This is an optimization exercise on Yosys and OpenROAD, whose aim is small area, a short achievable clock period and few clock cycles per item, not a production implementation. Function was checked by simulation only, so behaviour that the tests miss may differ from the original.

[flow/design.v]
module g96_mixer (
    input  wire         clk,
    input  wire         rst,           
    input  wire         in_valid,
    output wire         in_ready,
    input  wire [63:0]  in_key,
    input  wire [31:0]  in_stream,
    input  wire [7:0]   in_purpose,
    input  wire [63:0]  in_pos,
    input  wire         in_quick,
    output wire         out_valid,
    input  wire         out_ready,
    output wire [127:0] out_block
);
    localparam [31:0] KINC0 = 32'hA5C31E6B;
    localparam [31:0] KINC1 = 32'h7F4A9D27;
    reg [31:0]  x0, x1, x2, x3;    
    reg [31:0]  k0, k1;            
    reg [63:0]  ob;                
    reg         ofull;             
    reg         run;               
    reg         acc;               
    reg         first;             
    reg [3:0]   left;              
    wire last = (left == 4'd1);
    wire hold = ofull && !out_ready;           
    wire load = !run || last || hold;
    assign in_ready  = run && !acc && !ofull && !last;
    assign out_valid = ofull;
    assign out_block = {x3, ob[63:32], x1, ob[31:0]};
    wire accept = in_valid && in_ready;
    wire finish = run && last && acc;          
    wire [31:0] y1 = first ? in_pos[63:32] : x1;
    wire [31:0] y3 = first ? {in_purpose, 24'd0} : x3;
    wire [31:0] a0 = x0 ^ k0;
    wire [31:0] a2 = x2 ^ k1;
    wire m0_1 = a0[29] ^ ~a0[27];
    wire m0_2 = a0[29] & ~a0[27];
    wire m0_3 = a0[30] ^ ~a0[28] ^ ~a0[26];
    wire m0_4 = (a0[30] & ~a0[28]) | (a0[30] & ~a0[26]) | (~a0[28] & ~a0[26]);
    wire m0_5 = a0[31] ^ ~a0[29] ^ ~a0[27];
    wire m0_6 = (a0[31] & ~a0[29]) | (a0[31] & ~a0[27]) | (~a0[29] & ~a0[27]);
    wire m0_7 = a0[19] ^ ~a0[17];
    wire m0_8 = a0[19] & ~a0[17];
    wire m0_9 = a0[20] ^ ~a0[18] ^ ~a0[16];
    wire m0_10 = (a0[20] & ~a0[18]) | (a0[20] & ~a0[16]) | (~a0[18] & ~a0[16]);
    wire m0_11 = a0[21] ^ ~a0[19] ^ ~a0[17];
    wire m0_12 = (a0[21] & ~a0[19]) | (a0[21] & ~a0[17]) | (~a0[19] & ~a0[17]);
    wire m0_13 = a0[15] ^ ~a0[13];
    wire m0_14 = a0[15] & ~a0[13];
    wire m0_15 = a0[22] ^ ~a0[20] ^ ~a0[18];
    wire m0_16 = (a0[22] & ~a0[20]) | (a0[22] & ~a0[18]) | (~a0[20] & ~a0[18]);
    wire m0_17 = a0[16] ^ ~a0[14] ^ ~a0[12];
    wire m0_18 = (a0[16] & ~a0[14]) | (a0[16] & ~a0[12]) | (~a0[14] & ~a0[12]);
    wire m0_19 = a0[23] ^ ~a0[21] ^ ~a0[19];
    wire m0_20 = (a0[23] & ~a0[21]) | (a0[23] & ~a0[19]) | (~a0[21] & ~a0[19]);
    wire m0_21 = a0[17] ^ ~a0[15] ^ ~a0[13];
    wire m0_22 = (a0[17] & ~a0[15]) | (a0[17] & ~a0[13]) | (~a0[15] & ~a0[13]);
    wire m0_23 = a0[24] ^ ~a0[22] ^ ~a0[20];
    wire m0_24 = (a0[24] & ~a0[22]) | (a0[24] & ~a0[20]) | (~a0[22] & ~a0[20]);
    wire m0_25 = a0[18] ^ ~a0[16] ^ ~a0[14];
    wire m0_26 = (a0[18] & ~a0[16]) | (a0[18] & ~a0[14]) | (~a0[16] & ~a0[14]);
    wire m0_27 = a0[25] ^ ~a0[23] ^ ~a0[21];
    wire m0_28 = (a0[25] & ~a0[23]) | (a0[25] & ~a0[21]) | (~a0[23] & ~a0[21]);
    wire m0_29 = a0[19] ^ ~a0[17] ^ ~a0[15];
    wire m0_30 = (a0[19] & ~a0[17]) | (a0[19] & ~a0[15]) | (~a0[17] & ~a0[15]);
    wire m0_31 = a0[26] ^ ~a0[24] ^ ~a0[22];
    wire m0_32 = (a0[26] & ~a0[24]) | (a0[26] & ~a0[22]) | (~a0[24] & ~a0[22]);
    wire m0_33 = a0[20] ^ ~a0[18] ^ ~a0[16];
    wire m0_34 = (a0[20] & ~a0[18]) | (a0[20] & ~a0[16]) | (~a0[18] & ~a0[16]);
    wire m0_35 = a0[27] ^ ~a0[25] ^ ~a0[23];
    wire m0_36 = (a0[27] & ~a0[25]) | (a0[27] & ~a0[23]) | (~a0[25] & ~a0[23]);
    wire m0_37 = a0[21] ^ ~a0[19] ^ ~a0[17];
    wire m0_38 = (a0[21] & ~a0[19]) | (a0[21] & ~a0[17]) | (~a0[19] & ~a0[17]);
    wire m0_39 = ~a0[8] ^ a0[6];
    wire m0_40 = ~a0[8] & a0[6];
    wire m0_41 = a0[28] ^ ~a0[26] ^ ~a0[24];
    wire m0_42 = (a0[28] & ~a0[26]) | (a0[28] & ~a0[24]) | (~a0[26] & ~a0[24]);
    wire m0_43 = a0[22] ^ ~a0[20] ^ ~a0[18];
    wire m0_44 = (a0[22] & ~a0[20]) | (a0[22] & ~a0[18]) | (~a0[20] & ~a0[18]);
    wire m0_45 = ~a0[9] ^ a0[7] ^ a0[1];
    wire m0_46 = (~a0[9] & a0[7]) | (~a0[9] & a0[1]) | (a0[7] & a0[1]);
    wire m0_47 = m0_1 ^ ~a0[25] ^ a0[23];
    wire m0_48 = (m0_1 & ~a0[25]) | (m0_1 & a0[23]) | (~a0[25] & a0[23]);
    wire m0_49 = ~a0[21] ^ ~a0[19] ^ ~a0[10];
    wire m0_50 = (~a0[21] & ~a0[19]) | (~a0[21] & ~a0[10]) | (~a0[19] & ~a0[10]);
    wire m0_51 = a0[8] ^ a0[2] ^ ~a0[0];
    wire m0_52 = (a0[8] & a0[2]) | (a0[8] & ~a0[0]) | (a0[2] & ~a0[0]);
    wire m0_53 = m0_3 ^ a0[24] ^ ~a0[22];
    wire m0_54 = (m0_3 & a0[24]) | (m0_3 & ~a0[22]) | (a0[24] & ~a0[22]);
    wire m0_55 = ~a0[20] ^ ~a0[11] ^ a0[9];
    wire m0_56 = (~a0[20] & ~a0[11]) | (~a0[20] & a0[9]) | (~a0[11] & a0[9]);
    wire m0_57 = a0[3] ^ ~a0[1] ^ m0_2;
    wire m0_58 = (a0[3] & ~a0[1]) | (a0[3] & m0_2) | (~a0[1] & m0_2);
    wire m0_59 = m0_5 ^ a0[25] ^ ~a0[23];
    wire m0_60 = (m0_5 & a0[25]) | (m0_5 & ~a0[23]) | (a0[25] & ~a0[23]);
    wire m0_61 = ~a0[21] ^ ~a0[12] ^ a0[10];
    wire m0_62 = (~a0[21] & ~a0[12]) | (~a0[21] & a0[10]) | (~a0[12] & a0[10]);
    wire m0_63 = a0[4] ^ ~a0[2] ^ m0_4;
    wire m0_64 = (a0[4] & ~a0[2]) | (a0[4] & m0_4) | (~a0[2] & m0_4);
    wire m0_65 = a0[8] ^ ~a0[6];
    wire m0_66 = a0[8] & ~a0[6];
    wire m0_67 = a0[9] ^ ~a0[7] ^ ~a0[5];
    wire m0_68 = (a0[9] & ~a0[7]) | (a0[9] & ~a0[5]) | (~a0[7] & ~a0[5]);
    wire m0_69 = a0[10] ^ ~a0[8] ^ ~a0[6];
    wire m0_70 = (a0[10] & ~a0[8]) | (a0[10] & ~a0[6]) | (~a0[8] & ~a0[6]);
    wire m0_71 = a0[4] ^ ~a0[2];
    wire m0_72 = a0[4] & ~a0[2];
    wire m0_73 = a0[11] ^ ~a0[9] ^ ~a0[7];
    wire m0_74 = (a0[11] & ~a0[9]) | (a0[11] & ~a0[7]) | (~a0[9] & ~a0[7]);
    wire m0_75 = a0[5] ^ ~a0[3] ^ ~a0[1];
    wire m0_76 = (a0[5] & ~a0[3]) | (a0[5] & ~a0[1]) | (~a0[3] & ~a0[1]);
    wire m0_77 = a0[12] ^ ~a0[10] ^ ~a0[8];
    wire m0_78 = (a0[12] & ~a0[10]) | (a0[12] & ~a0[8]) | (~a0[10] & ~a0[8]);
    wire m0_79 = a0[6] ^ ~a0[4] ^ ~a0[2];
    wire m0_80 = (a0[6] & ~a0[4]) | (a0[6] & ~a0[2]) | (~a0[4] & ~a0[2]);
    wire m0_81 = a0[13] ^ ~a0[11] ^ ~a0[9];
    wire m0_82 = (a0[13] & ~a0[11]) | (a0[13] & ~a0[9]) | (~a0[11] & ~a0[9]);
    wire m0_83 = a0[7] ^ ~a0[5] ^ ~a0[3];
    wire m0_84 = (a0[7] & ~a0[5]) | (a0[7] & ~a0[3]) | (~a0[5] & ~a0[3]);
    wire m0_85 = a0[14] ^ ~a0[12] ^ ~a0[10];
    wire m0_86 = (a0[14] & ~a0[12]) | (a0[14] & ~a0[10]) | (~a0[12] & ~a0[10]);
    wire m0_87 = a0[8] ^ ~a0[6] ^ ~a0[4];
    wire m0_88 = (a0[8] & ~a0[6]) | (a0[8] & ~a0[4]) | (~a0[6] & ~a0[4]);
    wire m0_89 = a0[15] ^ ~a0[13] ^ ~a0[11];
    wire m0_90 = (a0[15] & ~a0[13]) | (a0[15] & ~a0[11]) | (~a0[13] & ~a0[11]);
    wire m0_91 = a0[9] ^ ~a0[7] ^ ~a0[5];
    wire m0_92 = (a0[9] & ~a0[7]) | (a0[9] & ~a0[5]) | (~a0[7] & ~a0[5]);
    wire m0_93 = a0[16] ^ ~a0[14] ^ ~a0[12];
    wire m0_94 = (a0[16] & ~a0[14]) | (a0[16] & ~a0[12]) | (~a0[14] & ~a0[12]);
    wire m0_95 = a0[10] ^ ~a0[8] ^ ~a0[6];
    wire m0_96 = (a0[10] & ~a0[8]) | (a0[10] & ~a0[6]) | (~a0[8] & ~a0[6]);
    wire m0_97 = a0[17] ^ ~a0[15] ^ ~a0[13];
    wire m0_98 = (a0[17] & ~a0[15]) | (a0[17] & ~a0[13]) | (~a0[15] & ~a0[13]);
    wire m0_99 = a0[11] ^ ~a0[9] ^ ~a0[7];
    wire m0_100 = (a0[11] & ~a0[9]) | (a0[11] & ~a0[7]) | (~a0[9] & ~a0[7]);
    wire m0_101 = a0[18] ^ ~a0[16] ^ ~a0[14];
    wire m0_102 = (a0[18] & ~a0[16]) | (a0[18] & ~a0[14]) | (~a0[16] & ~a0[14]);
    wire m0_103 = a0[12] ^ ~a0[10] ^ ~a0[8];
    wire m0_104 = (a0[12] & ~a0[10]) | (a0[12] & ~a0[8]) | (~a0[10] & ~a0[8]);
    wire m0_105 = m0_7 ^ ~a0[15] ^ a0[13];
    wire m0_106 = (m0_7 & ~a0[15]) | (m0_7 & a0[13]) | (~a0[15] & a0[13]);
    wire m0_107 = ~a0[11] ^ ~a0[9] ^ ~a0[0];
    wire m0_108 = (~a0[11] & ~a0[9]) | (~a0[11] & ~a0[0]) | (~a0[9] & ~a0[0]);
    wire m0_109 = m0_9 ^ a0[14] ^ ~a0[12];
    wire m0_110 = (m0_9 & a0[14]) | (m0_9 & ~a0[12]) | (a0[14] & ~a0[12]);
    wire m0_111 = ~a0[10] ^ ~a0[1] ^ m0_8;
    wire m0_112 = (~a0[10] & ~a0[1]) | (~a0[10] & m0_8) | (~a0[1] & m0_8);
    wire m0_113 = m0_11 ^ m0_13 ^ ~a0[11];
    wire m0_114 = (m0_11 & m0_13) | (m0_11 & ~a0[11]) | (m0_13 & ~a0[11]);
    wire m0_115 = ~a0[2] ^ a0[0] ^ m0_10;
    wire m0_116 = (~a0[2] & a0[0]) | (~a0[2] & m0_10) | (a0[0] & m0_10);
    wire m0_117 = m0_15 ^ m0_17 ^ ~a0[3];
    wire m0_118 = (m0_15 & m0_17) | (m0_15 & ~a0[3]) | (m0_17 & ~a0[3]);
    wire m0_119 = a0[1] ^ m0_12 ^ m0_14;
    wire m0_120 = (a0[1] & m0_12) | (a0[1] & m0_14) | (m0_12 & m0_14);
    wire m0_121 = m0_19 ^ m0_21 ^ ~a0[4];
    wire m0_122 = (m0_19 & m0_21) | (m0_19 & ~a0[4]) | (m0_21 & ~a0[4]);
    wire m0_123 = a0[2] ^ m0_16 ^ m0_18;
    wire m0_124 = (a0[2] & m0_16) | (a0[2] & m0_18) | (m0_16 & m0_18);
    wire m0_125 = m0_23 ^ m0_25 ^ ~a0[5];
    wire m0_126 = (m0_23 & m0_25) | (m0_23 & ~a0[5]) | (m0_25 & ~a0[5]);
    wire m0_127 = a0[3] ^ m0_20 ^ m0_22;
    wire m0_128 = (a0[3] & m0_20) | (a0[3] & m0_22) | (m0_20 & m0_22);
    wire m0_129 = m0_27 ^ m0_29 ^ ~a0[6];
    wire m0_130 = (m0_27 & m0_29) | (m0_27 & ~a0[6]) | (m0_29 & ~a0[6]);
    wire m0_131 = a0[4] ^ m0_24 ^ m0_26;
    wire m0_132 = (a0[4] & m0_24) | (a0[4] & m0_26) | (m0_24 & m0_26);
    wire m0_133 = m0_31 ^ m0_33 ^ ~a0[7];
    wire m0_134 = (m0_31 & m0_33) | (m0_31 & ~a0[7]) | (m0_33 & ~a0[7]);
    wire m0_135 = a0[5] ^ m0_28 ^ m0_30;
    wire m0_136 = (a0[5] & m0_28) | (a0[5] & m0_30) | (m0_28 & m0_30);
    wire m0_137 = m0_35 ^ m0_37 ^ m0_39;
    wire m0_138 = (m0_35 & m0_37) | (m0_35 & m0_39) | (m0_37 & m0_39);
    wire m0_139 = a0[0] ^ m0_32 ^ m0_34;
    wire m0_140 = (a0[0] & m0_32) | (a0[0] & m0_34) | (m0_32 & m0_34);
    wire m0_141 = m0_41 ^ m0_43 ^ m0_45;
    wire m0_142 = (m0_41 & m0_43) | (m0_41 & m0_45) | (m0_43 & m0_45);
    wire m0_143 = m0_36 ^ m0_38 ^ m0_40;
    wire m0_144 = (m0_36 & m0_38) | (m0_36 & m0_40) | (m0_38 & m0_40);
    wire m0_145 = m0_47 ^ m0_49 ^ m0_51;
    wire m0_146 = (m0_47 & m0_49) | (m0_47 & m0_51) | (m0_49 & m0_51);
    wire m0_147 = m0_42 ^ m0_44 ^ m0_46;
    wire m0_148 = (m0_42 & m0_44) | (m0_42 & m0_46) | (m0_44 & m0_46);
    wire m0_149 = m0_53 ^ m0_55 ^ m0_57;
    wire m0_150 = (m0_53 & m0_55) | (m0_53 & m0_57) | (m0_55 & m0_57);
    wire m0_151 = m0_48 ^ m0_50 ^ m0_52;
    wire m0_152 = (m0_48 & m0_50) | (m0_48 & m0_52) | (m0_50 & m0_52);
    wire m0_153 = m0_59 ^ m0_61 ^ m0_63;
    wire m0_154 = (m0_59 & m0_61) | (m0_59 & m0_63) | (m0_61 & m0_63);
    wire m0_155 = m0_54 ^ m0_56 ^ m0_58;
    wire m0_156 = (m0_54 & m0_56) | (m0_54 & m0_58) | (m0_56 & m0_58);
    wire m0_157 = a0[6] ^ ~a0[4];
    wire m0_158 = a0[6] & ~a0[4];
    wire m0_159 = a0[7] ^ ~a0[5] ^ ~a0[3];
    wire m0_160 = (a0[7] & ~a0[5]) | (a0[7] & ~a0[3]) | (~a0[5] & ~a0[3]);
    wire m0_161 = m0_65 ^ ~a0[4] ^ a0[2];
    wire m0_162 = (m0_65 & ~a0[4]) | (m0_65 & a0[2]) | (~a0[4] & a0[2]);
    wire m0_163 = m0_67 ^ a0[3] ^ ~a0[1];
    wire m0_164 = (m0_67 & a0[3]) | (m0_67 & ~a0[1]) | (a0[3] & ~a0[1]);
    wire m0_165 = m0_69 ^ m0_71 ^ ~a0[0];
    wire m0_166 = (m0_69 & m0_71) | (m0_69 & ~a0[0]) | (m0_71 & ~a0[0]);
    wire m0_167 = m0_73 ^ m0_75 ^ m0_70;
    wire m0_168 = (m0_73 & m0_75) | (m0_73 & m0_70) | (m0_75 & m0_70);
    wire m0_169 = m0_77 ^ m0_79 ^ m0_74;
    wire m0_170 = (m0_77 & m0_79) | (m0_77 & m0_74) | (m0_79 & m0_74);
    wire m0_171 = m0_81 ^ m0_83 ^ m0_78;
    wire m0_172 = (m0_81 & m0_83) | (m0_81 & m0_78) | (m0_83 & m0_78);
    wire m0_173 = m0_85 ^ m0_87 ^ m0_82;
    wire m0_174 = (m0_85 & m0_87) | (m0_85 & m0_82) | (m0_87 & m0_82);
    wire m0_175 = m0_89 ^ m0_91 ^ m0_86;
    wire m0_176 = (m0_89 & m0_91) | (m0_89 & m0_86) | (m0_91 & m0_86);
    wire m0_177 = m0_93 ^ m0_95 ^ m0_90;
    wire m0_178 = (m0_93 & m0_95) | (m0_93 & m0_90) | (m0_95 & m0_90);
    wire m0_179 = m0_97 ^ m0_99 ^ m0_94;
    wire m0_180 = (m0_97 & m0_99) | (m0_97 & m0_94) | (m0_99 & m0_94);
    wire m0_181 = m0_101 ^ m0_103 ^ m0_98;
    wire m0_182 = (m0_101 & m0_103) | (m0_101 & m0_98) | (m0_103 & m0_98);
    wire m0_183 = m0_105 ^ m0_107 ^ m0_102;
    wire m0_184 = (m0_105 & m0_107) | (m0_105 & m0_102) | (m0_107 & m0_102);
    wire m0_185 = m0_109 ^ m0_111 ^ m0_106;
    wire m0_186 = (m0_109 & m0_111) | (m0_109 & m0_106) | (m0_111 & m0_106);
    wire m0_187 = m0_113 ^ m0_115 ^ m0_110;
    wire m0_188 = (m0_113 & m0_115) | (m0_113 & m0_110) | (m0_115 & m0_110);
    wire m0_189 = m0_117 ^ m0_119 ^ m0_114;
    wire m0_190 = (m0_117 & m0_119) | (m0_117 & m0_114) | (m0_119 & m0_114);
    wire m0_191 = m0_121 ^ m0_123 ^ m0_118;
    wire m0_192 = (m0_121 & m0_123) | (m0_121 & m0_118) | (m0_123 & m0_118);
    wire m0_193 = m0_125 ^ m0_127 ^ m0_122;
    wire m0_194 = (m0_125 & m0_127) | (m0_125 & m0_122) | (m0_127 & m0_122);
    wire m0_195 = m0_129 ^ m0_131 ^ m0_126;
    wire m0_196 = (m0_129 & m0_131) | (m0_129 & m0_126) | (m0_131 & m0_126);
    wire m0_197 = m0_133 ^ m0_135 ^ m0_130;
    wire m0_198 = (m0_133 & m0_135) | (m0_133 & m0_130) | (m0_135 & m0_130);
    wire m0_199 = m0_137 ^ m0_139 ^ m0_134;
    wire m0_200 = (m0_137 & m0_139) | (m0_137 & m0_134) | (m0_139 & m0_134);
    wire m0_201 = m0_141 ^ m0_143 ^ m0_138;
    wire m0_202 = (m0_141 & m0_143) | (m0_141 & m0_138) | (m0_143 & m0_138);
    wire m0_203 = m0_145 ^ m0_147 ^ m0_142;
    wire m0_204 = (m0_145 & m0_147) | (m0_145 & m0_142) | (m0_147 & m0_142);
    wire m0_205 = m0_149 ^ m0_151 ^ m0_146;
    wire m0_206 = (m0_149 & m0_151) | (m0_149 & m0_146) | (m0_151 & m0_146);
    wire m0_207 = m0_153 ^ m0_155 ^ m0_150;
    wire m0_208 = (m0_153 & m0_155) | (m0_153 & m0_150) | (m0_155 & m0_150);
    wire m0_209 = a0[4] ^ ~a0[2];
    wire m0_210 = a0[4] & ~a0[2];
    wire m0_211 = a0[5] ^ ~a0[3] ^ ~a0[1];
    wire m0_212 = (a0[5] & ~a0[3]) | (a0[5] & ~a0[1]) | (~a0[3] & ~a0[1]);
    wire m0_213 = m0_157 ^ ~a0[2] ^ a0[0];
    wire m0_214 = (m0_157 & ~a0[2]) | (m0_157 & a0[0]) | (~a0[2] & a0[0]);
    wire m0_215 = m0_159 ^ a0[1] ^ m0_158;
    wire m0_216 = (m0_159 & a0[1]) | (m0_159 & m0_158) | (a0[1] & m0_158);
    wire m0_217 = m0_161 ^ ~a0[0] ^ m0_160;
    wire m0_218 = (m0_161 & ~a0[0]) | (m0_161 & m0_160) | (~a0[0] & m0_160);
    wire m0_219 = m0_163 ^ m0_66 ^ m0_162;
    wire m0_220 = (m0_163 & m0_66) | (m0_163 & m0_162) | (m0_66 & m0_162);
    wire m0_221 = m0_165 ^ m0_68 ^ m0_164;
    wire m0_222 = (m0_165 & m0_68) | (m0_165 & m0_164) | (m0_68 & m0_164);
    wire m0_223 = m0_167 ^ m0_72 ^ m0_166;
    wire m0_224 = (m0_167 & m0_72) | (m0_167 & m0_166) | (m0_72 & m0_166);
    wire m0_225 = m0_169 ^ m0_76 ^ m0_168;
    wire m0_226 = (m0_169 & m0_76) | (m0_169 & m0_168) | (m0_76 & m0_168);
    wire m0_227 = m0_171 ^ m0_80 ^ m0_170;
    wire m0_228 = (m0_171 & m0_80) | (m0_171 & m0_170) | (m0_80 & m0_170);
    wire m0_229 = m0_173 ^ m0_84 ^ m0_172;
    wire m0_230 = (m0_173 & m0_84) | (m0_173 & m0_172) | (m0_84 & m0_172);
    wire m0_231 = m0_175 ^ m0_88 ^ m0_174;
    wire m0_232 = (m0_175 & m0_88) | (m0_175 & m0_174) | (m0_88 & m0_174);
    wire m0_233 = m0_177 ^ m0_92 ^ m0_176;
    wire m0_234 = (m0_177 & m0_92) | (m0_177 & m0_176) | (m0_92 & m0_176);
    wire m0_235 = m0_179 ^ m0_96 ^ m0_178;
    wire m0_236 = (m0_179 & m0_96) | (m0_179 & m0_178) | (m0_96 & m0_178);
    wire m0_237 = m0_181 ^ m0_100 ^ m0_180;
    wire m0_238 = (m0_181 & m0_100) | (m0_181 & m0_180) | (m0_100 & m0_180);
    wire m0_239 = m0_183 ^ m0_104 ^ m0_182;
    wire m0_240 = (m0_183 & m0_104) | (m0_183 & m0_182) | (m0_104 & m0_182);
    wire m0_241 = m0_185 ^ m0_108 ^ m0_184;
    wire m0_242 = (m0_185 & m0_108) | (m0_185 & m0_184) | (m0_108 & m0_184);
    wire m0_243 = m0_187 ^ m0_112 ^ m0_186;
    wire m0_244 = (m0_187 & m0_112) | (m0_187 & m0_186) | (m0_112 & m0_186);
    wire m0_245 = m0_189 ^ m0_116 ^ m0_188;
    wire m0_246 = (m0_189 & m0_116) | (m0_189 & m0_188) | (m0_116 & m0_188);
    wire m0_247 = m0_191 ^ m0_120 ^ m0_190;
    wire m0_248 = (m0_191 & m0_120) | (m0_191 & m0_190) | (m0_120 & m0_190);
    wire m0_249 = m0_193 ^ m0_124 ^ m0_192;
    wire m0_250 = (m0_193 & m0_124) | (m0_193 & m0_192) | (m0_124 & m0_192);
    wire m0_251 = m0_195 ^ m0_128 ^ m0_194;
    wire m0_252 = (m0_195 & m0_128) | (m0_195 & m0_194) | (m0_128 & m0_194);
    wire m0_253 = m0_197 ^ m0_132 ^ m0_196;
    wire m0_254 = (m0_197 & m0_132) | (m0_197 & m0_196) | (m0_132 & m0_196);
    wire m0_255 = m0_199 ^ m0_136 ^ m0_198;
    wire m0_256 = (m0_199 & m0_136) | (m0_199 & m0_198) | (m0_136 & m0_198);
    wire m0_257 = m0_201 ^ m0_140 ^ m0_200;
    wire m0_258 = (m0_201 & m0_140) | (m0_201 & m0_200) | (m0_140 & m0_200);
    wire m0_259 = m0_203 ^ m0_144 ^ m0_202;
    wire m0_260 = (m0_203 & m0_144) | (m0_203 & m0_202) | (m0_144 & m0_202);
    wire m0_261 = m0_205 ^ m0_148 ^ m0_204;
    wire m0_262 = (m0_205 & m0_148) | (m0_205 & m0_204) | (m0_148 & m0_204);
    wire m0_263 = m0_207 ^ m0_152 ^ m0_206;
    wire m0_264 = (m0_207 & m0_152) | (m0_207 & m0_206) | (m0_152 & m0_206);
    wire [31:0] m0_s = {m0_263, m0_261, m0_259, m0_257, m0_255, m0_253, m0_251, m0_249, m0_247, m0_245, m0_243, m0_241, m0_239, m0_237, m0_235, m0_233, m0_231, m0_229, m0_227, m0_225, m0_223, m0_221, m0_219, m0_217, m0_215, m0_213, m0_211, m0_209, a0[3], a0[2], a0[1], a0[0]};
    wire [31:0] m0_c = {m0_262, m0_260, m0_258, m0_256, m0_254, m0_252, m0_250, m0_248, m0_246, m0_244, m0_242, m0_240, m0_238, m0_236, m0_234, m0_232, m0_230, m0_228, m0_226, m0_224, m0_222, m0_220, m0_218, m0_216, m0_214, m0_212, m0_210, ~a0[0], ~a0[1], ~a0[0], 1'b0, 1'b0};
    wire [31:0] t0 = m0_s + m0_c + 32'h20080514;
    wire m2_1 = a2[26] ^ ~a2[22];
    wire m2_2 = a2[26] & ~a2[22];
    wire m2_3 = a2[27] ^ ~a2[23] ^ a2[20];
    wire m2_4 = (a2[27] & ~a2[23]) | (a2[27] & a2[20]) | (~a2[23] & a2[20]);
    wire m2_5 = a2[28] ^ ~a2[24] ^ a2[21];
    wire m2_6 = (a2[28] & ~a2[24]) | (a2[28] & a2[21]) | (~a2[24] & a2[21]);
    wire m2_7 = a2[29] ^ ~a2[25] ^ a2[22];
    wire m2_8 = (a2[29] & ~a2[25]) | (a2[29] & a2[22]) | (~a2[25] & a2[22]);
    wire m2_9 = ~a2[20] ^ a2[15];
    wire m2_10 = ~a2[20] & a2[15];
    wire m2_11 = a2[30] ^ ~a2[26] ^ a2[23];
    wire m2_12 = (a2[30] & ~a2[26]) | (a2[30] & a2[23]) | (~a2[26] & a2[23]);
    wire m2_13 = ~a2[21] ^ a2[16] ^ a2[13];
    wire m2_14 = (~a2[21] & a2[16]) | (~a2[21] & a2[13]) | (a2[16] & a2[13]);
    wire m2_15 = a2[31] ^ ~a2[27] ^ a2[24];
    wire m2_16 = (a2[31] & ~a2[27]) | (a2[31] & a2[24]) | (~a2[27] & a2[24]);
    wire m2_17 = ~a2[22] ^ a2[17] ^ a2[14];
    wire m2_18 = (~a2[22] & a2[17]) | (~a2[22] & a2[14]) | (a2[17] & a2[14]);
    wire m2_19 = ~a2[12] ^ ~a2[10];
    wire m2_20 = ~a2[12] & ~a2[10];
    wire m2_21 = a2[19] ^ ~a2[15];
    wire m2_22 = a2[19] & ~a2[15];
    wire m2_23 = a2[20] ^ ~a2[16] ^ a2[13];
    wire m2_24 = (a2[20] & ~a2[16]) | (a2[20] & a2[13]) | (~a2[16] & a2[13]);
    wire m2_25 = a2[21] ^ ~a2[17] ^ a2[14];
    wire m2_26 = (a2[21] & ~a2[17]) | (a2[21] & a2[14]) | (~a2[17] & a2[14]);
    wire m2_27 = ~a2[12] ^ a2[7];
    wire m2_28 = ~a2[12] & a2[7];
    wire m2_29 = a2[22] ^ ~a2[18] ^ a2[15];
    wire m2_30 = (a2[22] & ~a2[18]) | (a2[22] & a2[15]) | (~a2[18] & a2[15]);
    wire m2_31 = ~a2[13] ^ a2[8] ^ a2[5];
    wire m2_32 = (~a2[13] & a2[8]) | (~a2[13] & a2[5]) | (a2[8] & a2[5]);
    wire m2_33 = a2[23] ^ ~a2[19] ^ a2[16];
    wire m2_34 = (a2[23] & ~a2[19]) | (a2[23] & a2[16]) | (~a2[19] & a2[16]);
    wire m2_35 = ~a2[14] ^ a2[9] ^ a2[6];
    wire m2_36 = (~a2[14] & a2[9]) | (~a2[14] & a2[6]) | (a2[9] & a2[6]);
    wire m2_37 = ~a2[4] ^ ~a2[2];
    wire m2_38 = ~a2[4] & ~a2[2];
    wire m2_39 = a2[24] ^ ~a2[20] ^ a2[17];
    wire m2_40 = (a2[24] & ~a2[20]) | (a2[24] & a2[17]) | (~a2[20] & a2[17]);
    wire m2_41 = ~a2[15] ^ a2[10] ^ a2[7];
    wire m2_42 = (~a2[15] & a2[10]) | (~a2[15] & a2[7]) | (a2[10] & a2[7]);
    wire m2_43 = ~a2[5] ^ ~a2[3] ^ a2[1];
    wire m2_44 = (~a2[5] & ~a2[3]) | (~a2[5] & a2[1]) | (~a2[3] & a2[1]);
    wire m2_45 = a2[25] ^ ~a2[21] ^ a2[18];
    wire m2_46 = (a2[25] & ~a2[21]) | (a2[25] & a2[18]) | (~a2[21] & a2[18]);
    wire m2_47 = ~a2[16] ^ a2[11] ^ a2[8];
    wire m2_48 = (~a2[16] & a2[11]) | (~a2[16] & a2[8]) | (a2[11] & a2[8]);
    wire m2_49 = ~a2[6] ^ ~a2[4] ^ a2[2];
    wire m2_50 = (~a2[6] & ~a2[4]) | (~a2[6] & a2[2]) | (~a2[4] & a2[2]);
    wire m2_51 = m2_1 ^ a2[19] ^ ~a2[17];
    wire m2_52 = (m2_1 & a2[19]) | (m2_1 & ~a2[17]) | (a2[19] & ~a2[17]);
    wire m2_53 = a2[12] ^ a2[9] ^ ~a2[7];
    wire m2_54 = (a2[12] & a2[9]) | (a2[12] & ~a2[7]) | (a2[9] & ~a2[7]);
    wire m2_55 = ~a2[5] ^ a2[3] ^ ~a2[0];
    wire m2_56 = (~a2[5] & a2[3]) | (~a2[5] & ~a2[0]) | (a2[3] & ~a2[0]);
    wire m2_57 = m2_3 ^ ~a2[18] ^ a2[13];
    wire m2_58 = (m2_3 & ~a2[18]) | (m2_3 & a2[13]) | (~a2[18] & a2[13]);
    wire m2_59 = a2[10] ^ ~a2[8] ^ ~a2[6];
    wire m2_60 = (a2[10] & ~a2[8]) | (a2[10] & ~a2[6]) | (~a2[8] & ~a2[6]);
    wire m2_61 = a2[4] ^ ~a2[1] ^ m2_2;
    wire m2_62 = (a2[4] & ~a2[1]) | (a2[4] & m2_2) | (~a2[1] & m2_2);
    wire m2_63 = m2_5 ^ ~a2[19] ^ a2[14];
    wire m2_64 = (m2_5 & ~a2[19]) | (m2_5 & a2[14]) | (~a2[19] & a2[14]);
    wire m2_65 = a2[11] ^ ~a2[9] ^ ~a2[7];
    wire m2_66 = (a2[11] & ~a2[9]) | (a2[11] & ~a2[7]) | (~a2[9] & ~a2[7]);
    wire m2_67 = a2[5] ^ ~a2[2] ^ m2_4;
    wire m2_68 = (a2[5] & ~a2[2]) | (a2[5] & m2_4) | (~a2[2] & m2_4);
    wire m2_69 = m2_7 ^ m2_9 ^ a2[12];
    wire m2_70 = (m2_7 & m2_9) | (m2_7 & a2[12]) | (m2_9 & a2[12]);
    wire m2_71 = ~a2[10] ^ ~a2[8] ^ a2[6];
    wire m2_72 = (~a2[10] & ~a2[8]) | (~a2[10] & a2[6]) | (~a2[8] & a2[6]);
    wire m2_73 = ~a2[3] ^ a2[0] ^ m2_6;
    wire m2_74 = (~a2[3] & a2[0]) | (~a2[3] & m2_6) | (a2[0] & m2_6);
    wire m2_75 = m2_11 ^ m2_13 ^ ~a2[11];
    wire m2_76 = (m2_11 & m2_13) | (m2_11 & ~a2[11]) | (m2_13 & ~a2[11]);
    wire m2_77 = ~a2[9] ^ a2[7] ^ ~a2[4];
    wire m2_78 = (~a2[9] & a2[7]) | (~a2[9] & ~a2[4]) | (a2[7] & ~a2[4]);
    wire m2_79 = a2[1] ^ m2_8 ^ m2_10;
    wire m2_80 = (a2[1] & m2_8) | (a2[1] & m2_10) | (m2_8 & m2_10);
    wire m2_81 = m2_15 ^ m2_17 ^ m2_19;
    wire m2_82 = (m2_15 & m2_17) | (m2_15 & m2_19) | (m2_17 & m2_19);
    wire m2_83 = a2[8] ^ ~a2[5] ^ a2[2];
    wire m2_84 = (a2[8] & ~a2[5]) | (a2[8] & a2[2]) | (~a2[5] & a2[2]);
    wire m2_85 = a2[0] ^ m2_12 ^ m2_14;
    wire m2_86 = (a2[0] & m2_12) | (a2[0] & m2_14) | (m2_12 & m2_14);
    wire m2_87 = a2[14] ^ ~a2[10];
    wire m2_88 = a2[14] & ~a2[10];
    wire m2_89 = a2[15] ^ ~a2[11] ^ a2[8];
    wire m2_90 = (a2[15] & ~a2[11]) | (a2[15] & a2[8]) | (~a2[11] & a2[8]);
    wire m2_91 = a2[16] ^ ~a2[12] ^ a2[9];
    wire m2_92 = (a2[16] & ~a2[12]) | (a2[16] & a2[9]) | (~a2[12] & a2[9]);
    wire m2_93 = a2[17] ^ ~a2[13] ^ a2[10];
    wire m2_94 = (a2[17] & ~a2[13]) | (a2[17] & a2[10]) | (~a2[13] & a2[10]);
    wire m2_95 = ~a2[8] ^ a2[3];
    wire m2_96 = ~a2[8] & a2[3];
    wire m2_97 = a2[18] ^ ~a2[14] ^ a2[11];
    wire m2_98 = (a2[18] & ~a2[14]) | (a2[18] & a2[11]) | (~a2[14] & a2[11]);
    wire m2_99 = ~a2[9] ^ a2[4] ^ a2[1];
    wire m2_100 = (~a2[9] & a2[4]) | (~a2[9] & a2[1]) | (a2[4] & a2[1]);
    wire m2_101 = m2_21 ^ a2[12] ^ ~a2[10];
    wire m2_102 = (m2_21 & a2[12]) | (m2_21 & ~a2[10]) | (a2[12] & ~a2[10]);
    wire m2_103 = a2[5] ^ a2[2] ^ ~a2[0];
    wire m2_104 = (a2[5] & a2[2]) | (a2[5] & ~a2[0]) | (a2[2] & ~a2[0]);
    wire m2_105 = m2_23 ^ ~a2[11] ^ a2[6];
    wire m2_106 = (m2_23 & ~a2[11]) | (m2_23 & a2[6]) | (~a2[11] & a2[6]);
    wire m2_107 = a2[3] ^ ~a2[1] ^ m2_22;
    wire m2_108 = (a2[3] & ~a2[1]) | (a2[3] & m2_22) | (~a2[1] & m2_22);
    wire m2_109 = m2_25 ^ m2_27 ^ a2[4];
    wire m2_110 = (m2_25 & m2_27) | (m2_25 & a2[4]) | (m2_27 & a2[4]);
    wire m2_111 = ~a2[2] ^ ~a2[0] ^ m2_24;
    wire m2_112 = (~a2[2] & ~a2[0]) | (~a2[2] & m2_24) | (~a2[0] & m2_24);
    wire m2_113 = m2_29 ^ m2_31 ^ ~a2[3];
    wire m2_114 = (m2_29 & m2_31) | (m2_29 & ~a2[3]) | (m2_31 & ~a2[3]);
    wire m2_115 = ~a2[1] ^ m2_26 ^ m2_28;
    wire m2_116 = (~a2[1] & m2_26) | (~a2[1] & m2_28) | (m2_26 & m2_28);
    wire m2_117 = m2_33 ^ m2_35 ^ m2_37;
    wire m2_118 = (m2_33 & m2_35) | (m2_33 & m2_37) | (m2_35 & m2_37);
    wire m2_119 = a2[0] ^ m2_30 ^ m2_32;
    wire m2_120 = (a2[0] & m2_30) | (a2[0] & m2_32) | (m2_30 & m2_32);
    wire m2_121 = m2_39 ^ m2_41 ^ m2_43;
    wire m2_122 = (m2_39 & m2_41) | (m2_39 & m2_43) | (m2_41 & m2_43);
    wire m2_123 = m2_34 ^ m2_36 ^ m2_38;
    wire m2_124 = (m2_34 & m2_36) | (m2_34 & m2_38) | (m2_36 & m2_38);
    wire m2_125 = m2_45 ^ m2_47 ^ m2_49;
    wire m2_126 = (m2_45 & m2_47) | (m2_45 & m2_49) | (m2_47 & m2_49);
    wire m2_127 = m2_40 ^ m2_42 ^ m2_44;
    wire m2_128 = (m2_40 & m2_42) | (m2_40 & m2_44) | (m2_42 & m2_44);
    wire m2_129 = m2_51 ^ m2_53 ^ m2_55;
    wire m2_130 = (m2_51 & m2_53) | (m2_51 & m2_55) | (m2_53 & m2_55);
    wire m2_131 = m2_46 ^ m2_48 ^ m2_50;
    wire m2_132 = (m2_46 & m2_48) | (m2_46 & m2_50) | (m2_48 & m2_50);
    wire m2_133 = m2_57 ^ m2_59 ^ m2_61;
    wire m2_134 = (m2_57 & m2_59) | (m2_57 & m2_61) | (m2_59 & m2_61);
    wire m2_135 = m2_52 ^ m2_54 ^ m2_56;
    wire m2_136 = (m2_52 & m2_54) | (m2_52 & m2_56) | (m2_54 & m2_56);
    wire m2_137 = m2_63 ^ m2_65 ^ m2_67;
    wire m2_138 = (m2_63 & m2_65) | (m2_63 & m2_67) | (m2_65 & m2_67);
    wire m2_139 = m2_58 ^ m2_60 ^ m2_62;
    wire m2_140 = (m2_58 & m2_60) | (m2_58 & m2_62) | (m2_60 & m2_62);
    wire m2_141 = m2_69 ^ m2_71 ^ m2_73;
    wire m2_142 = (m2_69 & m2_71) | (m2_69 & m2_73) | (m2_71 & m2_73);
    wire m2_143 = m2_64 ^ m2_66 ^ m2_68;
    wire m2_144 = (m2_64 & m2_66) | (m2_64 & m2_68) | (m2_66 & m2_68);
    wire m2_145 = m2_75 ^ m2_77 ^ m2_79;
    wire m2_146 = (m2_75 & m2_77) | (m2_75 & m2_79) | (m2_77 & m2_79);
    wire m2_147 = m2_70 ^ m2_72 ^ m2_74;
    wire m2_148 = (m2_70 & m2_72) | (m2_70 & m2_74) | (m2_72 & m2_74);
    wire m2_149 = m2_81 ^ m2_83 ^ m2_85;
    wire m2_150 = (m2_81 & m2_83) | (m2_81 & m2_85) | (m2_83 & m2_85);
    wire m2_151 = m2_76 ^ m2_78 ^ m2_80;
    wire m2_152 = (m2_76 & m2_78) | (m2_76 & m2_80) | (m2_78 & m2_80);
    wire m2_153 = a2[9] ^ ~a2[5];
    wire m2_154 = a2[9] & ~a2[5];
    wire m2_155 = a2[10] ^ ~a2[6] ^ a2[3];
    wire m2_156 = (a2[10] & ~a2[6]) | (a2[10] & a2[3]) | (~a2[6] & a2[3]);
    wire m2_157 = a2[11] ^ ~a2[7] ^ a2[4];
    wire m2_158 = (a2[11] & ~a2[7]) | (a2[11] & a2[4]) | (~a2[7] & a2[4]);
    wire m2_159 = a2[12] ^ ~a2[8] ^ a2[5];
    wire m2_160 = (a2[12] & ~a2[8]) | (a2[12] & a2[5]) | (~a2[8] & a2[5]);
    wire m2_161 = a2[13] ^ ~a2[9] ^ a2[6];
    wire m2_162 = (a2[13] & ~a2[9]) | (a2[13] & a2[6]) | (~a2[9] & a2[6]);
    wire m2_163 = m2_87 ^ a2[7] ^ ~a2[5];
    wire m2_164 = (m2_87 & a2[7]) | (m2_87 & ~a2[5]) | (a2[7] & ~a2[5]);
    wire m2_165 = m2_89 ^ ~a2[6] ^ a2[1];
    wire m2_166 = (m2_89 & ~a2[6]) | (m2_89 & a2[1]) | (~a2[6] & a2[1]);
    wire m2_167 = m2_91 ^ ~a2[7] ^ a2[2];
    wire m2_168 = (m2_91 & ~a2[7]) | (m2_91 & a2[2]) | (~a2[7] & a2[2]);
    wire m2_169 = m2_93 ^ m2_95 ^ a2[0];
    wire m2_170 = (m2_93 & m2_95) | (m2_93 & a2[0]) | (m2_95 & a2[0]);
    wire m2_171 = m2_97 ^ m2_99 ^ m2_94;
    wire m2_172 = (m2_97 & m2_99) | (m2_97 & m2_94) | (m2_99 & m2_94);
    wire m2_173 = m2_101 ^ m2_103 ^ m2_98;
    wire m2_174 = (m2_101 & m2_103) | (m2_101 & m2_98) | (m2_103 & m2_98);
    wire m2_175 = m2_105 ^ m2_107 ^ m2_102;
    wire m2_176 = (m2_105 & m2_107) | (m2_105 & m2_102) | (m2_107 & m2_102);
    wire m2_177 = m2_109 ^ m2_111 ^ m2_106;
    wire m2_178 = (m2_109 & m2_111) | (m2_109 & m2_106) | (m2_111 & m2_106);
    wire m2_179 = m2_113 ^ m2_115 ^ m2_110;
    wire m2_180 = (m2_113 & m2_115) | (m2_113 & m2_110) | (m2_115 & m2_110);
    wire m2_181 = m2_117 ^ m2_119 ^ m2_114;
    wire m2_182 = (m2_117 & m2_119) | (m2_117 & m2_114) | (m2_119 & m2_114);
    wire m2_183 = m2_121 ^ m2_123 ^ m2_118;
    wire m2_184 = (m2_121 & m2_123) | (m2_121 & m2_118) | (m2_123 & m2_118);
    wire m2_185 = m2_125 ^ m2_127 ^ m2_122;
    wire m2_186 = (m2_125 & m2_127) | (m2_125 & m2_122) | (m2_127 & m2_122);
    wire m2_187 = m2_129 ^ m2_131 ^ m2_126;
    wire m2_188 = (m2_129 & m2_131) | (m2_129 & m2_126) | (m2_131 & m2_126);
    wire m2_189 = m2_133 ^ m2_135 ^ m2_130;
    wire m2_190 = (m2_133 & m2_135) | (m2_133 & m2_130) | (m2_135 & m2_130);
    wire m2_191 = m2_137 ^ m2_139 ^ m2_134;
    wire m2_192 = (m2_137 & m2_139) | (m2_137 & m2_134) | (m2_139 & m2_134);
    wire m2_193 = m2_141 ^ m2_143 ^ m2_138;
    wire m2_194 = (m2_141 & m2_143) | (m2_141 & m2_138) | (m2_143 & m2_138);
    wire m2_195 = m2_145 ^ m2_147 ^ m2_142;
    wire m2_196 = (m2_145 & m2_147) | (m2_145 & m2_142) | (m2_147 & m2_142);
    wire m2_197 = m2_149 ^ m2_151 ^ m2_146;
    wire m2_198 = (m2_149 & m2_151) | (m2_149 & m2_146) | (m2_151 & m2_146);
    wire m2_199 = a2[7] ^ ~a2[3];
    wire m2_200 = a2[7] & ~a2[3];
    wire m2_201 = a2[8] ^ ~a2[4] ^ a2[1];
    wire m2_202 = (a2[8] & ~a2[4]) | (a2[8] & a2[1]) | (~a2[4] & a2[1]);
    wire m2_203 = m2_153 ^ a2[2] ^ ~a2[0];
    wire m2_204 = (m2_153 & a2[2]) | (m2_153 & ~a2[0]) | (a2[2] & ~a2[0]);
    wire m2_205 = m2_155 ^ ~a2[1] ^ m2_154;
    wire m2_206 = (m2_155 & ~a2[1]) | (m2_155 & m2_154) | (~a2[1] & m2_154);
    wire m2_207 = m2_157 ^ ~a2[2] ^ m2_156;
    wire m2_208 = (m2_157 & ~a2[2]) | (m2_157 & m2_156) | (~a2[2] & m2_156);
    wire m2_209 = m2_159 ^ ~a2[3] ^ m2_158;
    wire m2_210 = (m2_159 & ~a2[3]) | (m2_159 & m2_158) | (~a2[3] & m2_158);
    wire m2_211 = m2_161 ^ ~a2[4] ^ m2_160;
    wire m2_212 = (m2_161 & ~a2[4]) | (m2_161 & m2_160) | (~a2[4] & m2_160);
    wire m2_213 = m2_163 ^ a2[0] ^ m2_162;
    wire m2_214 = (m2_163 & a2[0]) | (m2_163 & m2_162) | (a2[0] & m2_162);
    wire m2_215 = m2_165 ^ m2_88 ^ m2_164;
    wire m2_216 = (m2_165 & m2_88) | (m2_165 & m2_164) | (m2_88 & m2_164);
    wire m2_217 = m2_167 ^ m2_90 ^ m2_166;
    wire m2_218 = (m2_167 & m2_90) | (m2_167 & m2_166) | (m2_90 & m2_166);
    wire m2_219 = m2_169 ^ m2_92 ^ m2_168;
    wire m2_220 = (m2_169 & m2_92) | (m2_169 & m2_168) | (m2_92 & m2_168);
    wire m2_221 = m2_171 ^ m2_96 ^ m2_170;
    wire m2_222 = (m2_171 & m2_96) | (m2_171 & m2_170) | (m2_96 & m2_170);
    wire m2_223 = m2_173 ^ m2_100 ^ m2_172;
    wire m2_224 = (m2_173 & m2_100) | (m2_173 & m2_172) | (m2_100 & m2_172);
    wire m2_225 = m2_175 ^ m2_104 ^ m2_174;
    wire m2_226 = (m2_175 & m2_104) | (m2_175 & m2_174) | (m2_104 & m2_174);
    wire m2_227 = m2_177 ^ m2_108 ^ m2_176;
    wire m2_228 = (m2_177 & m2_108) | (m2_177 & m2_176) | (m2_108 & m2_176);
    wire m2_229 = m2_179 ^ m2_112 ^ m2_178;
    wire m2_230 = (m2_179 & m2_112) | (m2_179 & m2_178) | (m2_112 & m2_178);
    wire m2_231 = m2_181 ^ m2_116 ^ m2_180;
    wire m2_232 = (m2_181 & m2_116) | (m2_181 & m2_180) | (m2_116 & m2_180);
    wire m2_233 = m2_183 ^ m2_120 ^ m2_182;
    wire m2_234 = (m2_183 & m2_120) | (m2_183 & m2_182) | (m2_120 & m2_182);
    wire m2_235 = m2_185 ^ m2_124 ^ m2_184;
    wire m2_236 = (m2_185 & m2_124) | (m2_185 & m2_184) | (m2_124 & m2_184);
    wire m2_237 = m2_187 ^ m2_128 ^ m2_186;
    wire m2_238 = (m2_187 & m2_128) | (m2_187 & m2_186) | (m2_128 & m2_186);
    wire m2_239 = m2_189 ^ m2_132 ^ m2_188;
    wire m2_240 = (m2_189 & m2_132) | (m2_189 & m2_188) | (m2_132 & m2_188);
    wire m2_241 = m2_191 ^ m2_136 ^ m2_190;
    wire m2_242 = (m2_191 & m2_136) | (m2_191 & m2_190) | (m2_136 & m2_190);
    wire m2_243 = m2_193 ^ m2_140 ^ m2_192;
    wire m2_244 = (m2_193 & m2_140) | (m2_193 & m2_192) | (m2_140 & m2_192);
    wire m2_245 = m2_195 ^ m2_144 ^ m2_194;
    wire m2_246 = (m2_195 & m2_144) | (m2_195 & m2_194) | (m2_144 & m2_194);
    wire m2_247 = m2_197 ^ m2_148 ^ m2_196;
    wire m2_248 = (m2_197 & m2_148) | (m2_197 & m2_196) | (m2_148 & m2_196);
    wire [31:0] m2_s = {m2_247, m2_245, m2_243, m2_241, m2_239, m2_237, m2_235, m2_233, m2_231, m2_229, m2_227, m2_225, m2_223, m2_221, m2_219, m2_217, m2_215, m2_213, m2_211, m2_209, m2_207, m2_205, m2_203, m2_201, m2_199, a2[6], a2[5], a2[4], a2[3], a2[2], a2[1], a2[0]};
    wire [31:0] m2_c = {m2_246, m2_244, m2_242, m2_240, m2_238, m2_236, m2_234, m2_232, m2_230, m2_228, m2_226, m2_224, m2_222, m2_220, m2_218, m2_216, m2_214, m2_212, m2_210, m2_208, m2_206, m2_204, m2_202, m2_200, a2[0], ~a2[2], ~a2[1], ~a2[0], 1'b0, 1'b0, 1'b0, 1'b0};
    wire [31:0] t2 = m2_s + m2_c + 32'h04280210;
    wire [31:0] u1 = y1 + ({t0[18:0], t0[31:19]} ^ t2);
    wire [31:0] u3 = y3 ^ ({t2[12:0], t2[31:13]} + t0);
    always @(posedge clk) begin
        if (rst) begin
            run   <= 1'b0;
            acc   <= 1'b0;
            ofull <= 1'b0;
            first <= 1'b1;
            left  <= 4'd0;
        end else begin
            if (finish)
                ofull <= 1'b1;
            else if (out_ready)
                ofull <= 1'b0;
            first <= load;
            if (load) begin
                run  <= in_valid;
                acc  <= 1'b0;
                left <= in_quick ? 4'd6 : 4'd10;
            end else begin
                if (accept)
                    acc <= 1'b1;
                left <= left - 4'd1;
            end
        end
    end
    always @(posedge clk) begin
        if (finish)
            ob <= {u3, u1};
        if (!hold) begin
            x1 <= t2;
            x3 <= t0;
        end
    end
    always @(posedge clk) begin
        if (load) begin
            x0 <= in_pos[31:0];
            x2 <= in_stream;
            k0 <= in_key[31:0];
            k1 <= in_key[63:32];
        end else begin
            x0 <= u1;
            x2 <= u3;
            k0 <= k0 + KINC0;
            k1 <= k1 + KINC1;
        end
    end
endmodule
[flow/config.mk]
export PLATFORM = sky130hd
export DESIGN_NAME = g96_mixer
export DESIGN_NICKNAME = g96_mixer
export VERILOG_FILES = /design/flow/design.v
export SDC_FILE = /design/flow/constraint.sdc
export NUM_CORES = 4
export LEC_CHECK = 0
export CAP_MARGIN = 20
export CORE_MARGIN = 2
export CORE_UTILIZATION = 50
export CTS_BUF_LIST = sky130_fd_sc_hd__clkbuf_4 sky130_fd_sc_hd__clkbuf_8
export SLEW_MARGIN = 20
[flow/constraint.sdc]
create_clock -name core_clock -period 20.0 [get_ports {clk}]
set_input_delay 4.0000 -clock core_clock [delete_from_list [all_inputs] [get_ports {clk}]]
set_output_delay 4.0000 -clock core_clock [all_outputs]
set_load 0.01 [all_outputs]
[flow/flow/run.sh]
#!/bin/bash
# The standard layout, with the port buffers made of the smallest buffer
# (buf_1) instead of the one buffer_ports picks by default, and timing
# repair asked to leave setup slack to spare at the design's clock.
set -euo pipefail
export BUFFER_PORTS_ARGS="-buffer_cell sky130_fd_sc_hd__buf_1"
export SETUP_SLACK_MARGIN=12.5
bash standard.sh > standard_make.log 2>&1
[flow/standard.sh]
#!/bin/bash
# synth_recipe.tcl (not shown) runs the flow's synth.tcl, then flattens the netlist and writes it again
# the make line also repeats each setting of config.mk as NAME=value (left out here)
make -C /OpenROAD-flow-scripts/flow DESIGN_CONFIG=/design/flow/config.mk WORK_HOME=/design/flow/orfs CLKGATE_MAP_FILE= SYNTH_SCRIPT=/design/flow/synth_recipe.tcl "${@:-finish}"
==> results of run 1 <==
-- critical path, delay by kind of cell (launching register included) --
kind                       cells  cell delay, ps
buffers and inverters          2             120
DFF                            1             400
muxes                          1             270
AOI/OAI and AO/OA             16            2910
adders and majority gates      7            2560
and+or+nand+nor                4            1090
xor gates and xnor gates       3             570
-- Yosys cell counts, types with 5 or more instances --
cell | count | area share [%]
nor2b_1 | 28 | 0.76
nand3_1 | 19 | 0.41
and3_1 | 11 | 0.30
fa_1 | 174 | 15
mux2_2 | 96 | 4.7
or2_2 | 8 | 0.22
a211o_1 | 5 | 0.19
dfxtp_1 | 136 | 12
xnor2_1 | 226 | 8.6
a21oi_1 | 104 | 2.3
nand4_1 | 10 | 0.27
a211oi_1 | 13 | 0.42
clkbuf_1 | 32 | 0.52
a21o_1 | 56 | 1.8
nor3_1 | 20 | 0.43
edfxtp_1 | 128 | 17
or3_1 | 8 | 0.22
o21ai_0 | 122 | 2.6
nand2_1 | 131 | 2.1
mux2i_1 | 9 | 0.39
xnor2_2 | 6 | 0.42
o21bai_1 | 16 | 0.52
maj3_1 | 10 | 0.43
a31oi_1 | 12 | 0.33
o31ai_1 | 7 | 0.23
o21a_1 | 26 | 0.85
inv_1 | 315 | 5.1
nand2b_1 | 35 | 0.95
xor2_1 | 114 | 4.3
ha_1 | 221 | 12
nor2_1 | 87 | 1.4
and2_1 | 10 | 0.27
-- state kept, by name, summed over array words and instances (netlist names) --
signal  flops
x0         32
left        4
ofull       1
x1         32
acc         1
k0         32
run         1
x2         32
ob         64
x3         32
first       1
k1         32
-- worst min-delay path by stage --
stage,end,slack (ps),cells past startpoint
6_report,left[0],480,1
5_1_grt,left[0],520,1
4_1_cts,left[0],480,1
3_5_place_dp,left[0],470,1
3_3_place_gp,left[0],460,1
2_1_floorplan,left[0],430,1
-- placed cells by master (no fill, tap or decap), types with 59 or more instances in the layout --
cell / Yosys / layout
a21oi_1: 104 / 83
buf_1: 3 / 302
clkbuf_8: 0 / 59
o21ai_0: 122 / 107
inv_1: 315 / 287
fa_1: 174 / 171
nor2_1: 87 / 78
mux2_2: 96 / 93
edfxtp_1: 128 / 128
xor2_1: 114 / 78
dfxtp_1: 136 / 86
ha_1: 221 / 183
nand2_1: 131 / 128
buf_4: 0 / 152
xnor2_1: 226 / 189
-- cells by family (layout without fill, tap and decap cells) --
logic type	Yosys count	count (layout)	share of synthesized area, %
XOR/XNOR	351	351	13.8
flip-flops	264	264	28.5
AND/OR/NAND/NOR	383	383	7.92
buffers and inverters	351	877	5.72
multiplexers	108	108	5.24
adder cells (fa/ha/maj)	405	405	27.5
AO/OA/AOI/OAI	413	413	11.3
-- per-layer routing --
layer  vias up  routed length (µm)  GRT usage [%]
li1       8585                   -              -
met1      8964               32000           40.3
met2       524               35400           50.1
met3       165                3450           4.08
met4         2                3530           15.4
met5         -                  13              0
-- what timing repair did --
item / in CTS / in global routing
gates resized for setup: 186 / 175
pin swaps: 59 / 85
endpoints found under the setup margin: 81 / 67
buffers inserted: 84 / 64
endpoints found under the hold margin: 0 / 0
-- area by class of cell --
type / count / area [µm²]
Tap cell: 600 / 751
Multi-Input combinational cell: 1660 / 17200
Sequential cell: 264 / 6660
Clock inverter: 13 / 178
Timing Repair Buffer: 473 / 2490
Clock buffer: 75 / 932
Fill cell: 3832 / 16100
Inverter: 316 / 1220
-- per-stage QoR --
stage	setup slack (ps)	utilization [%]	hold WS [ps]	area (µm²)
after global placement	10810	55.6	457	25300
after floorplan	12450	-	430	23400
final	11940	64.6	477	29400
after CTS	11980	61.7	475	28000
after detailed placement	10730	55.6	466	25300
after global routing	11770	64.6	519	29400
==> metrics.cfg, run 1 <==
[sta]
fin_setup_tns_ps=0
report.final.slew_viol_count=0
report.final.hold_viol_count=0
setup_viol=0
worst_clock_skew_ps=25.6
final.period_utilization_pct=40.3
grt_setup_unrepaired=true
final_period_minus_worst_setup_slack_ps=8060
achievable-frequency_mhz=124
timing.slew.headroom_pct=33.1
worst_pin_slew_ps=1000

[placed_design]
place.gp.congestion=0.950
dp.final_hpwl_mm=58.3
placed_cells=3165
port_buffers=302

[critical_path]
worst_r2r_endpoint=x0[30]
crit_top_cell=ha_4
path_type_of_the_worst_setup_path=flip-flop to flip-flop
timing.critical_path.required_ps=20520
endpoint=x0[30]
critical-path-max-stage-delay_ps=530
crit_fanout=3
cp_data_arrival_time_ps=8580
r2r_cells=33
worstSetupEndpointType=flip-flop
worst_path_max_delay_cell=fa_2
critical_path.startpoint_type=flip-flop
crit_start=k0[1]
reg2reg_slack_ps=11940
reg2reg_from=k0[1]

[layout]
numnets_final=3331
num_antenna_cells=0
instances_no_fill=3401
flow.area_growth_from_synthesis_pct=27.5
drive_above_1_share_pct=23.9

[worst_hold_path]
hold_class=flip-flop to flip-flop
worstHoldStart=left[0]

[routing]
wirelength_mm=74.5
detail_route.iter0.violations=1080
vias=18200
mean_number_of_vias_per_cell=5.36
firstDrtPassIters=5
drt_drc_violations_left=0
final_antenna_net_count=0
routed_wire_length_per_instance_um=21.9

[clock_tree]
clk-insertion-delay-late_ps=640
clock_tree.htree_level_count=2
cts_num_sinks=264
postCtsHoldBufs=0
path_clk_slew_ps=70
clock-root-buffer=clkbuf_8
cts_tree=yes
max-clock-path-buffers=3
cts_buffers=48

[die]
die_width_um=219
core-area_um2=45500
boundaryPins=303
chip_height_um=219
start_util_pct=50.7
floorplan.rows=78
design.die.area_um2=47800

[global_routing]
grt_antenna_before_repair=2
number_of_global_route_vias_before_repair=18400
pin_count_of_the_biggest_net_entering_global_routing=96
overflow_after_grt=0
grt_first_pass_wirelength_mm=109
track_usage_pct=30.8

[synth]
synth-edff-count=128
yosysUniqueCellTypes=73
syn-cell-area_um2=23100
ys_warn_count=1
synth_seq_area_share_pct=28.5
synthCells=2275
postSynthNetCount=2843
yosys_most_used_dff=dfxtp_1
async_set_reset_flop_share_out_of_synthesis_pct=0
synth.ff_latch_count=264
avgSynthCellArea_um2=10.1

[flow_run]
drv_cap=0

[run_status]
run_status=finished clean

Testbench counts, summed over its fixed seeds: cycles 72,392, items 8,000.
==> run 2, diff against run 1 <==
==> flow/run.sh (new file) <==
#!/bin/bash
# synth_recipe.tcl (not shown) runs the flow's synth.tcl, then flattens the netlist and writes it again
# the make line also repeats each setting of config.mk as NAME=value (left out here)
make -C /OpenROAD-flow-scripts/flow DESIGN_CONFIG=/design/flow/config.mk WORK_HOME=/design/flow/orfs CLKGATE_MAP_FILE= SYNTH_SCRIPT=/design/flow/synth_recipe.tcl finish
removed: flow/flow/run.sh
removed: flow/standard.sh
==> run 2 against run 1 <==
  * Still clean on timing, DRC and antenna
  * Design area fell by 4.9%
  * Wire length fell by 2.5%
  * Critical endpoint unchanged
==> metrics.cfg, run 2 <==
[run_status]
run_status=finished clean

[worst_hold_path]
worstHoldStart=left[0]
hold_path_end=left[0]
holdPathStages=1
hold_class=flip-flop to flip-flop

[critical_path]
r2r_cells=32
crit_fanout=7
worst_path_max_delay_cell=a2111oi_0
critical-path-max-stage-delay_ps=610
crit_buf_inv=3
cpLargestDelayFamily=compound AO/OA/AOI/OAI gates
reg2reg_slack_ps=10400
worstSetupEndpointType=flip-flop
cp_data_arrival_time_ps=10120
path_type_of_the_worst_setup_path=flip-flop to flip-flop
worst_r2r_endpoint=x0[30]
crit_top_cell=ha_1
reg2reg_from=k0[9]
timing.critical_path.required_ps=20520
critical_path.startpoint_type=flip-flop

[routing]
final_antenna_net_count=0
routed_wire_length_per_instance_um=22.3
mean_number_of_vias_per_cell=5.38
firstDrtPassIters=5
routedLengthMet1_mm=30.9
drt_drc_violations_left=0
metal3_wl_mm=2.78
wirelength_mm=72.6
detail_route.iter0.violations=1288
route.met2.wl_mm=36.9
dr.max_layer_used=met4
vias=17500

[sta]
final.period_utilization_pct=48.0
grt_setup_unrepaired=false
worst_pin_slew_ps=1060
report.final.slew_viol_count=0
timing.slew.headroom_pct=29.1
achievable-frequency_mhz=104
report.final.hold_viol_count=0
final_period_minus_worst_setup_slack_ps=9600
setup_viol=0
worst_clock_skew_ps=20.9
fin_setup_tns_ps=0

[clock_tree]
max-clock-path-buffers=3
cts-resized-gates=0
cts_num_sinks=264
cts_buffers=48
postCtsHoldBufs=0
cts_tree=yes
path_clk_slew_ps=70
clock_tree.htree_level_count=2
clk-insertion-delay-late_ps=640
cts_setup_buffers=0
clock-root-buffer=clkbuf_8

[layout]
most_common_library_cell_in_the_layout_ignoring_fill_and_taps=inv_1
registers.top_by_ff_count=ob
filler_cell_count=3920
drive_above_1_share_pct=9.26
flip_flop_count_of_the_largest_register_after_layout=64
flow.area_growth_from_synthesis_pct=21.2
layout_common_cells=inv_1 (314), clkdlybuf4s50_1 (302), xnor2_1 (226)
numnets_final=3185
layout.cell_area.non_filler_um2=27900

[synth]
yosys.cell_count.top_type=inv_1
avgSynthCellArea_um2=10.1
synth.cells.most_frequent=inv_1 (315), xnor2_1 (226), ha_1 (221)
postSynthNetCount=2843
yosys_most_used_dff=dfxtp_1
synth-edff-count=128
synthCells=2275
synth.largest_area_cell=edfxtp_1
async_set_reset_flop_share_out_of_synthesis_pct=0
ys_top_cells_by_area=edfxtp_1 (17%), fa_1 (15%), ha_1 (12%)
synth_seq_area_share_pct=28.5
ys_warn_count=1
syn-cell-area_um2=23100
yosysUniqueCellTypes=73
synth.ff_latch_count=264
yosysTopAreaCellShare_pct=16.7

[die]
floorplan.rows=78
chip_height_um=219
start_util_pct=50.7
core-area_um2=45500
die_width_um=219
boundaryPins=303
design.die.area_um2=47800

[global_routing]
overflow_after_grt=0
track_usage_pct=30.3
pin_count_of_the_biggest_net_entering_global_routing=103
grt_antenna_before_repair=1
grt_first_pass_wirelength_mm=108
number_of_global_route_vias_before_repair=18100

[flow_run]
drv_cap=0

[placed_design]
postPlaceCellArea_um2=26900
port_buffers=302
dp.final_hpwl_mm=60.1
place.gp.congestion=0.983

-- run 2: cell counts after synthesis --
No cell type changed its count.
-- run 2: kinds of logic after synthesis --
logic type               after synthesis  synth area share [%]
AND/OR/NAND/NOR                      383                  7.92
multiplexers                         108                  5.24
XOR/XNOR                             351                  13.8
adder cells (fa/ha/maj)              405                  27.5
flip-flops                           264                  28.5
AO/OA/AOI/OAI                        413                  11.3
buffers and inverters                351                  5.72
-- run 2: how the worst max path moves through the flow --
stage / startpoint / endpoint / cells after the start / slack (ps)
finish: k0[9] / x0[30] / 32 / 10400
global route: k0[6] / x0[24] / 35 / 9620
CTS: k0[2] / x0[30] / 32 / 10510
detailed placement: k0[2] / x0[30] / 32 / 10540
global placement: k0[2] / x0[30] / 32 / 10660
floorplan: k0[9] / x0[30] / 36 / 11530
-- run 2: worst reg2reg max path: cells and delay by family (launching register included) --
kind	cells	cell delay (ps)
simple gates	4	970
mux	1	260
fa+ha+maj	7	2970
xor+xnor	3	950
compound gates	14	3440
buf+inv	3	420
flops	1	460
-- run 2: per-layer routing --
layer,up-vias,global-route usage (%)
met5,-,0
met4,0,9.39
met3,114,3.47
met2,458,53.9
met1,8638,38.4
li1,8319,-
-- run 2: layout make-up --
| class | count | area, µm² | area share, % |
|---|---|---|---|
| multi-input combinational | 1660 | 15200 | 54.3 |
| inverter | 316 | 1190 | 4.24 |
| sequential | 264 | 6570 | 23.5 |
| timing repair buffer | 327 | 3230 | 11.6 |
| antenna | 1 | 2.50 | 0.00895 |
| clock buffer | 74 | 912 | 3.26 |
| tap | 600 | 751 | 2.69 |
| clock inverter | 15 | 108 | 0.385 |
-- run 2: through the flow --
| step | setup slack, ps | cells | hold WS [ps] | utilization [%] |
|---|---|---|---|---|
| after floorplan | 11530 | 2275 | 430 | - |
| after global placement | 10660 | 3166 | 452 | 59.1 |
| after detailed placement | 10540 | 3166 | 462 | 59.1 |
| after CTS | 10510 | 3255 | 475 | 61.4 |
| after global routing | 9620 | 3257 | 491 | 61.4 |
| final | 10400 | 3257 | 470 | 61.4 |

[afterwards: timing with drivers on the ports]
The flow's constraints put no driver on any port. The routed layouts listed below were extracted and timed again, unchanged, in two steps. Step 1 (the two cells are an assumption about what drives the block):
set clk [get_ports {clk}]
set_driving_cell -lib_cell sky130_fd_sc_hd__clkbuf_16 $clk
set_driving_cell -lib_cell sky130_fd_sc_hd__buf_2 [delete_from_list [all_inputs] $clk]
Step 2 times the ports against the registers' clock, not the clock port: input delays grow and output delays shrink by t, the midpoint of the rising clock arrivals with the driver on. Three values: no drivers, after step 1, after step 2; two values: the first two.
run	t, ns	slack for setup (ns)	worst setup path at the end
run 1	0.686	11.939 / 11.939 / 11.939	register to register
run 2	0.686	10.395 / 10.395 / 10.395	register to register
After both steps every run listed still meets setup and hold.
